This design comes from an exercise in tuning for small area, a short achievable clock period and few clock cycles per item on the open sky130 flow, not from production work. Function was checked by simulation only, so behaviour that the tests miss may differ from the original.

File: flow/run.sh
#!/bin/bash
# synth_recipe.tcl (not shown) runs the flow's synth.tcl, then flattens the netlist and writes it again
# the make line also repeats each setting of config.mk as NAME=value (left out here)
make -C /OpenROAD-flow-scripts/flow DESIGN_CONFIG=/design/flow/config.mk WORK_HOME=/design/flow/orfs CLKGATE_MAP_FILE= SYNTH_SCRIPT=/design/flow/synth_recipe.tcl finish
File: flow/config.mk
export PLATFORM = sky130hd
export DESIGN_NAME = st4_temporal
export DESIGN_NICKNAME = st4_temporal
export VERILOG_FILES = /design/flow/design.v
export SDC_FILE = /design/flow/constraint.sdc
export NUM_CORES = 4
export LEC_CHECK = 0
export CAP_MARGIN = 20
export CORE_MARGIN = 2
export CORE_UTILIZATION = 40
export SLEW_MARGIN = 20
File: flow/constraint.sdc
create_clock -name core_clock -period 38.0 [get_ports {clk}]
set_input_delay 7.6000 -clock core_clock [delete_from_list [all_inputs] [get_ports {clk}]]
set_output_delay 7.6000 -clock core_clock [all_outputs]
set_load 0.01 [all_outputs]
File: flow/design.v
module st4_temporal (
    input  wire        clk,
    input  wire        rst,
    input  wire        in_valid,
    output wire        in_ready,
    input  wire [19:0] in_c,         
    input  wire [23:0] in_hist,      
    input  wire [7:0]  in_tau,       
    input  wire        in_pad,       
    input  wire        in_restart,   
    input  wire        in_tnr,       
    input  wire        in_rtc,       
    input  wire        in_gap_k0,    
    input  wire [8:0]  in_amin,      
    input  wire [15:0] in_tlo,       
    input  wire [15:0] in_thi,       
    input  wire [11:0] in_kmax,      
    input  wire [17:0] in_rate,      
    output reg         out_valid,
    output reg  [19:0] out_z,        
    output reg  [23:0] out_hist,     
    output reg         out_sat,      
    output reg         out_clamp     
);
    localparam signed [22:0] V_MAX = 23'sd524287;
    localparam signed [22:0] V_MIN = -23'sd524288;
    assign in_ready = 1'b1;
    reg        s0_valid;
    reg [19:0] s0_c;
    reg [23:0] s0_hist;
    reg [7:0]  s0_tau;
    reg        s0_pad, s0_restart, s0_tnr, s0_rtc, s0_gap_k0;
    reg [8:0]  s0_amin;
    reg [15:0] s0_tlo, s0_thi;
    reg [11:0] s0_kmax;
    reg [17:0] s0_rate;
    always @(posedge clk) begin
        if (rst)
            s0_valid <= 1'b0;
        else
            s0_valid <= in_valid;
        s0_c       <= in_c;
        s0_hist    <= in_hist;
        s0_tau     <= in_tau;
        s0_pad     <= in_pad;
        s0_restart <= in_restart;
        s0_tnr     <= in_tnr;
        s0_rtc     <= in_rtc;
        s0_gap_k0  <= in_gap_k0;
        s0_amin    <= in_amin;
        s0_tlo     <= in_tlo;
        s0_thi     <= in_thi;
        s0_kmax    <= in_kmax;
        s0_rate    <= in_rate;
    end
    wire signed [19:0] c_val   = s0_c;
    wire signed [19:0] h_read  = s0_hist[23:4];
    wire        [3:0]  age     = s0_restart ? 4'd0 : s0_hist[3:0];
    wire signed [19:0] h_val   = (age == 4'd0) ? c_val : h_read;
    wire signed [20:0] d       = c_val - h_val;
    wire        [20:0] m       = d[20] ? -d : d;
    reg [8:0] age_lo;
    always @(*) begin
        case (age)
            4'd0:  age_lo = 9'd256;
            4'd1:  age_lo = 9'd128;
            4'd2:  age_lo = 9'd85;
            4'd3:  age_lo = 9'd64;
            4'd4:  age_lo = 9'd51;
            4'd5:  age_lo = 9'd43;
            4'd6:  age_lo = 9'd37;
            4'd7:  age_lo = 9'd32;
            4'd8:  age_lo = 9'd28;
            4'd9:  age_lo = 9'd26;
            4'd10: age_lo = 9'd23;
            4'd11: age_lo = 9'd21;
            4'd12: age_lo = 9'd20;
            4'd13: age_lo = 9'd18;
            4'd14: age_lo = 9'd17;
            default: age_lo = 9'd16;
        endcase
    end
    wire [8:0] a_lo = (s0_amin > age_lo) ? s0_amin : age_lo;
    wire [8:0]  a_span   = 9'd256 - a_lo;
    wire [15:0] m_off    = m[15:0] - s0_tlo;
    wire [16:0] t_span   = {1'b0, s0_thi} - {1'b0, s0_tlo};
    wire [24:0] a_num    = a_span * m_off;
    wire [25:0] div_n    = {a_num, 1'b0} + {9'd0, t_span};
    wire [17:0] div_d    = {t_span, 1'b0};
    reg  [25:0] div_r;
    reg  [7:0]  div_q;
    integer     i;
    always @(*) begin
        div_r = div_n;
        for (i = 7; i >= 0; i = i - 1) begin
            if (div_r >= ({8'd0, div_d} << i)) begin
                div_r = div_r - ({8'd0, div_d} << i);
                div_q[i] = 1'b1;
            end else begin
                div_q[i] = 1'b0;
            end
        end
    end
    reg [8:0] alpha;
    always @(*) begin
        if (!s0_tnr)
            alpha = 9'd256;
        else if (m <= {5'd0, s0_tlo})
            alpha = a_lo;
        else if (m >= {5'd0, s0_thi})
            alpha = 9'd256;
        else
            alpha = a_lo + {1'b0, div_q};
    end
    wire [35:0] k_num    = {s0_tau, 9'd0} * s0_rate + 36'd10000000;
    reg  [35:0] k_r;
    reg  [10:0] k_q;
    integer     j;
    always @(*) begin
        k_r = k_num;
        for (j = 10; j >= 0; j = j - 1) begin
            if (k_r >= (36'd20000000 << j)) begin
                k_r = k_r - (36'd20000000 << j);
                k_q[j] = 1'b1;
            end else begin
                k_q[j] = 1'b0;
            end
        end
    end
    wire [35:0] k_unclmp = {25'd0, k_q};
    wire        k_over   = k_unclmp > {24'd0, s0_kmax};
    wire [11:0] k_val    = (!s0_rtc || s0_gap_k0) ? 12'd0 :
                           k_over ? s0_kmax : k_unclmp[11:0];
    wire [3:0] age_next  = (age == 4'd0) ? 4'd1 :
                           (age == 4'd15) ? 4'd15 : age + 4'd1;
    reg               s1_valid;
    reg        [8:0]  s1_alpha;
    reg        [11:0] s1_k;
    reg signed [20:0] s1_d;
    reg signed [19:0] s1_h;
    reg signed [19:0] s1_c;
    reg        [19:0] s1_h_read;
    reg               s1_pad;
    reg               s1_restart;
    reg        [3:0]  s1_age_next;
    reg               s1_clamp;
    always @(posedge clk) begin
        if (rst)
            s1_valid <= 1'b0;
        else
            s1_valid <= s0_valid;
        s1_alpha    <= alpha;
        s1_k        <= k_val;
        s1_d        <= d;
        s1_h        <= h_val;
        s1_c        <= c_val;
        s1_h_read   <= s0_hist[23:4];
        s1_pad      <= s0_pad;
        s1_restart  <= s0_restart;
        s1_age_next <= age_next;
        s1_clamp    <= k_over;
    end
    wire signed [30:0] ad      = $signed({1'b0, s1_alpha}) * s1_d;
    wire signed [22:0] y_full  = s1_h + ((ad + 31'sd128) >>> 8);
    wire signed [19:0] y_val   = (y_full > V_MAX) ? V_MAX[19:0] :
                                 (y_full < V_MIN) ? V_MIN[19:0] : y_full[19:0];
    wire signed [20:0] dy      = y_val - s1_h;
    wire signed [33:0] kd      = $signed({1'b0, s1_k}) * dy;
    wire signed [26:0] z_full  = y_val + ((kd + 34'sd128) >>> 8);
    wire               z_hi    = z_full > V_MAX;
    wire               z_lo    = z_full < V_MIN;
    wire signed [19:0] z_val   = z_hi ? V_MAX[19:0] : z_lo ? V_MIN[19:0] : z_full[19:0];
    always @(posedge clk) begin
        if (rst)
            out_valid <= 1'b0;
        else
            out_valid <= s1_valid;
        out_clamp <= s1_clamp;
        if (s1_pad) begin
            out_z    <= s1_c;
            out_hist <= {(s1_restart ? 20'd0 : s1_h_read), 4'd0};
            out_sat  <= 1'b0;
        end else begin
            out_z    <= z_val;
            out_hist <= {y_val, s1_age_next};
            out_sat  <= z_hi | z_lo;
        end
    end
endmodule
==> impl_metrics.prom <==
# TYPE chip_impl_metric gauge
chip_impl_metric{name="yosys.area.top_type_share",unit="%"} 21.2
chip_impl_metric{name="rows",unit=""} 137
chip_impl_metric{name="synthesized_area_per_cell",unit="µm²"} 8.32
chip_impl_metric{name="synth-edff-count",unit=""} 0
chip_impl_metric{name="global_route.usage.total",unit="%"} 22.7
chip_impl_info{name="critical-path-top-delay-family",value="compound AO/OA/AOI/OAI gates"} 1
chip_impl_metric{name="vias_per_cell",unit=""} 5.39
chip_impl_metric{name="crit_path_max_cell_delay",unit="ns"} 0.51
chip_impl_metric{name="critical_path.n_buffers_inverters",unit=""} 12
chip_impl_metric{name="floorplan.initialDensity",unit="%"} 40.2
chip_impl_metric{name="post-route-min-period",unit="ns"} 36.08
chip_impl_info{name="yosysTopAreaCell",value="sky130_fd_sc_hd__fa_1"} 1
chip_impl_metric{name="maximum_number_of_pins_on_one_net_before_global_route_repair",unit=""} 49
chip_impl_metric{name="clk_path_buf_depth",unit=""} 3
chip_impl_metric{name="residual_drc_count",unit=""} 0
chip_impl_metric{name="top_level_pins",unit=""} 179
chip_impl_metric{name="antenna_violating_nets_post_route",unit=""} 0
chip_impl_metric{name="seq_area_frac_synth",unit="%"} 10.2
chip_impl_metric{name="final_core_util",unit="%"} 45.5
chip_impl_metric{name="coreArea",unit="mm²"} 0.139
chip_impl_metric{name="final_nets",unit=""} 8323
chip_impl_metric{name="grt_first_pass_wirelength",unit="mm"} 263
chip_impl_metric{name="clk_pin_slew_worst_paths",unit="ns"} 0.06
chip_impl_metric{name="mappedNetlistArea",unit="mm²"} 0.0560
chip_impl_metric{name="flow.area_growth_from_synthesis",unit="%"} 13.0
chip_impl_info{name="cts_tree",value="built"} 1
chip_impl_info{name="most_frequent_cell_on_the_critical_path",value="sky130_fd_sc_hd__a21o_1"} 1
chip_impl_metric{name="final-hold-violation-count",unit=""} 0
chip_impl_metric{name="drt_iter0_markers",unit=""} 3099
chip_impl_info{name="synthTopCellsByCount",value="866 x sky130_fd_sc_hd__inv_1, 607 x sky130_fd_sc_hd__ha_1, 594 x sky130_fd_sc_hd__fa_1, 550 x sky130_fd_sc_hd__nand2_1, 465 x sky130_fd_sc_hd__nor2_1"} 1
chip_impl_metric{name="dr.pass1.iters",unit=""} 6
chip_impl_info{name="path_class",value="reg -> reg"} 1
chip_impl_metric{name="die_height",unit="µm"} 378
chip_impl_metric{name="cts_sinks",unit=""} 286
chip_impl_metric{name="die_width",unit="µm"} 378
chip_impl_metric{name="max-slew-margin-rel",unit="%"} 24.2
chip_impl_metric{name="fillers",unit=""} 13700
chip_impl_metric{name="numCtsBuffers",unit=""} 38
chip_impl_metric{name="hpwlAfterDp",unit="mm"} 136
chip_impl_metric{name="placer_congestion_estimate",unit=""} 0.923
chip_impl_metric{name="cp.required",unit="ns"} 38.50
chip_impl_metric{name="ys.warnings.count",unit=""} 1
chip_impl_metric{name="synthArstFlopShare",unit="%"} 0
chip_impl_info{name="most_used_flip_flop_cell_after_synthesis",value="sky130_fd_sc_hd__dfxtp_1"} 1
chip_impl_metric{name="tightest_slew",unit="ns"} 1.13
chip_impl_metric{name="die-area",unit="mm²"} 0.143
chip_impl_metric{name="gr-total-overflow",unit=""} 0
chip_impl_metric{name="hold_buffers",unit=""} 0
chip_impl_info{name="min-delay-path-class",value="reg -> reg"} 1
chip_impl_metric{name="ys_types",unit=""} 148
chip_impl_metric{name="synth.net_count",unit=""} 8068
chip_impl_metric{name="ys_ff_latch",unit=""} 286
chip_impl_metric{name="setup_viol",unit=""} 0
chip_impl_metric{name="drt-wirelength-per-cell",unit="µm"} 18.4
chip_impl_metric{name="maxCapViolations",unit=""} 0
chip_impl_info{name="ctsRootBufferMaster",value="sky130_fd_sc_hd__clkbuf_16"} 1
chip_impl_metric{name="initial_antenna_violation_count",unit=""} 2
chip_impl_info{name="cpMaxStageDelayCell",value="sky130_fd_sc_hd__fa_1"} 1
chip_impl_metric{name="grt_pass1_vias",unit=""} 48000
chip_impl_metric{name="critical_path_arrival",unit="ns"} 36.58
chip_impl_metric{name="fin_crit_sh",unit="%"} 94.9
chip_impl_info{name="critPathLaunchType",value="register"} 1
chip_impl_metric{name="drive_above_1_share",unit="%"} 9.80
chip_impl_metric{name="drt-total-wl",unit="mm"} 163
chip_impl_metric{name="path_max_fanout",unit=""} 6
chip_impl_metric{name="hold_ws",unit="ns"} 0.328
chip_impl_metric{name="clock_latency",unit="ns"} 0.62
chip_impl_metric{name="htree_num_levels",unit=""} 2
chip_impl_metric{name="max_freq",unit="MHz"} 27.7
chip_impl_metric{name="rrSetupSlack",unit="ns"} 1.92
chip_impl_info{name="critical_path.endpoint_type",value="register"} 1
chip_impl_info{name="most_numerous_cell_in_the_yosys_netlist",value="sky130_fd_sc_hd__inv_1"} 1
chip_impl_metric{name="netlist_instances",unit=""} 6736
chip_impl_info{name="synth_top_cells_by_area",value="sky130_fd_sc_hd__fa_1 21%, sky130_fd_sc_hd__ha_1 14%, sky130_fd_sc_hd__dfxtp_1 10%, sky130_fd_sc_hd__inv_1 5.8%, sky130_fd_sc_hd__xnor2_1 5.8%"} 1
chip_impl_metric{name="placement.io_buffers",unit=""} 177
chip_impl_metric{name="vias_post_dr",unit=""} 48000
chip_impl_info{name="run_status",value="complete, no violations"} 1
chip_impl_metric{name="timing_max_transition_violations_final",unit=""} 0
chip_impl_metric{name="clock-skew-final",unit="ns"} 0.0465
[registers in the layout, indices dropped and copies added, names as in the netlist, 4 cells and up]
register / count
out_hist: 24
s0_hist: 24
s1_d: 21
out_z: 20
s0_c: 20
s1_c: 20
s1_h: 20
s1_h_read: 20
s0_rate: 18
s0_thi: 16
s0_tlo: 16
s0_kmax: 12
s1_k: 12
s0_amin: 9
s1_alpha: 9
s0_tau: 8
s1_age_next: 4
[worst reg2reg max path, delay by kind of cell, from the launching register on]
| kind | cells | cell delay, ns |
|---|---|---|
| buf+inv | 12 | 0.82 |
| fa+ha+maj | 20 | 6.03 |
| flops | 1 | 0.32 |
| simple gates | 51 | 6.56 |
| xor+xnor | 5 | 0.74 |
| compound gates | 127 | 19.55 |
| mux | 7 | 1.92 |
[layout make-up]
class                           instances  area (µm²)  area share [%]
Antenna cell                            1        2.50         0.00395
Clock buffer                           46        1030            1.63
Clock inverter                         24         258           0.407
Inverter                              875        3310            5.22
Multi-Input combinational cell       5385       47100            74.4
Sequential cell                       286        5730            9.05
Tap cell                             1876        2350            3.71
Timing Repair Buffer                  405        3530            5.58
[layout by cell type (no fill, tap or decap), types with 16 or more instances in the layout]
master	Yosys	routed
sky130_fd_sc_hd__a211oi_1	51	50
sky130_fd_sc_hd__a21boi_0	19	17
sky130_fd_sc_hd__a21o_1	247	247
sky130_fd_sc_hd__a21oi_1	387	338
sky130_fd_sc_hd__a21oi_2	12	60
sky130_fd_sc_hd__a22o_1	20	20
sky130_fd_sc_hd__a31oi_1	45	44
sky130_fd_sc_hd__and2_1	351	346
sky130_fd_sc_hd__and3_1	41	40
sky130_fd_sc_hd__buf_4	16	217
sky130_fd_sc_hd__clkbuf_16	0	39
sky130_fd_sc_hd__clkdlybuf4s50_1	0	177
sky130_fd_sc_hd__dfxtp_1	286	283
sky130_fd_sc_hd__fa_1	594	591
sky130_fd_sc_hd__ha_1	607	590
sky130_fd_sc_hd__inv_1	866	856
sky130_fd_sc_hd__mux2_2	37	34
sky130_fd_sc_hd__mux2i_1	60	55
sky130_fd_sc_hd__nand2_1	550	544
sky130_fd_sc_hd__nand2b_1	97	95
sky130_fd_sc_hd__nand3_1	93	91
sky130_fd_sc_hd__nand4_1	68	68
sky130_fd_sc_hd__nor2_1	465	458
sky130_fd_sc_hd__nor2b_1	89	83
sky130_fd_sc_hd__nor3_1	118	113
sky130_fd_sc_hd__nor4_1	25	24
sky130_fd_sc_hd__o211ai_1	23	23
sky130_fd_sc_hd__o21a_1	81	81
sky130_fd_sc_hd__o21ai_0	180	156
sky130_fd_sc_hd__o21ai_1	38	55
sky130_fd_sc_hd__o21ai_2	9	16
sky130_fd_sc_hd__o21bai_1	95	89
sky130_fd_sc_hd__o22ai_1	21	21
sky130_fd_sc_hd__o31ai_1	19	17
sky130_fd_sc_hd__or2_2	24	24
sky130_fd_sc_hd__or3_1	32	31
sky130_fd_sc_hd__xnor2_1	370	343
sky130_fd_sc_hd__xnor2_2	6	32
sky130_fd_sc_hd__xor2_1	137	129
[logic make-up (layout without fill, tap and decap cells)]
group                      Yosys count  after routing  synth area share (%)
muxes                              105            105                  2.00
buffers and inverters             1065           1350                  7.45
xor gates and xnor gates           518            518                  8.27
adders and majority gates         1201           1201                  34.8
and+or+nand+nor                   2061           2061                  18.6
other                                2              3                0.0134
AOI/OAI and AO/OA                 1498           1498                  18.6
DFF                                286            286                  10.2
[per-layer routing]
metal	track usage, %	share of wire, %
met5	0	0
met2	37.3	46
met4	5.20	2.4
met1	31.8	47
met3	2.76	4.6
[metrics by stage]
| stage | setup WS (ns) | TNS [ns] | instances | cell area (µm²) |
|---|---|---|---|---|
| after floorplan | 0.0166 | 0 | 6736 | 56300 |
| after global placement | 0.358 | 0 | 8764 | 60700 |
| after detailed placement | -0.363 | -0.860 | 8764 | 60700 |
| after CTS | 0.00363 | 0 | 8842 | 62100 |
| after global routing | -0.175 | -0.511 | 8897 | 63300 |
| final | 1.92 | 0 | 8898 | 63300 |
[final timing paths]
check	start	end	depth (start not counted)
setup / recovery	s0_hist[1]$_DFF_P_	s1_alpha[8]$_SDFF_PN1_	222
hold reg to reg	s0_pad$_DFF_P_	s1_pad$_DFF_P_	0
setup reg to reg	s0_hist[1]$_DFF_P_	s1_alpha[8]$_SDFF_PN1_	222
hold / removal	s0_pad$_DFF_P_	s1_pad$_DFF_P_	0
[what timing repair did]
item	CTS	global route
buffers inserted	8	55
cloned	0	0
endpoints found under the setup margin	5	9
gates resized for setup	11	178
pin swaps	3	195
Testbench counts, summed over its fixed seeds: cycles 32,024, items 32,000.

==> separate check: timing with driven ports <==
In the flow no input, the clock included, has a driving cell. The finished layout below was timed again as built, in two steps.
Step 1 assumes that a clkbuf_16 drives the clock port and a buf_2 every other input.
Step 2 also shifts input and output timing later by t, the mid clock arrival at the registers, as if the neighbouring blocks saw the same clock.
Slacks: no drivers / after step 1 / after step 2; pairs: no drivers / after step 1.
t (ns): 0.671
setup slack, ns: 1.922 / 1.922 / 1.922
cell pins on the clock port's net: 1
After both steps this run still meets setup and hold. For this run, drivers alone change the setup slack by 0.000 ns; drivers and shift together by 0.000 ns.
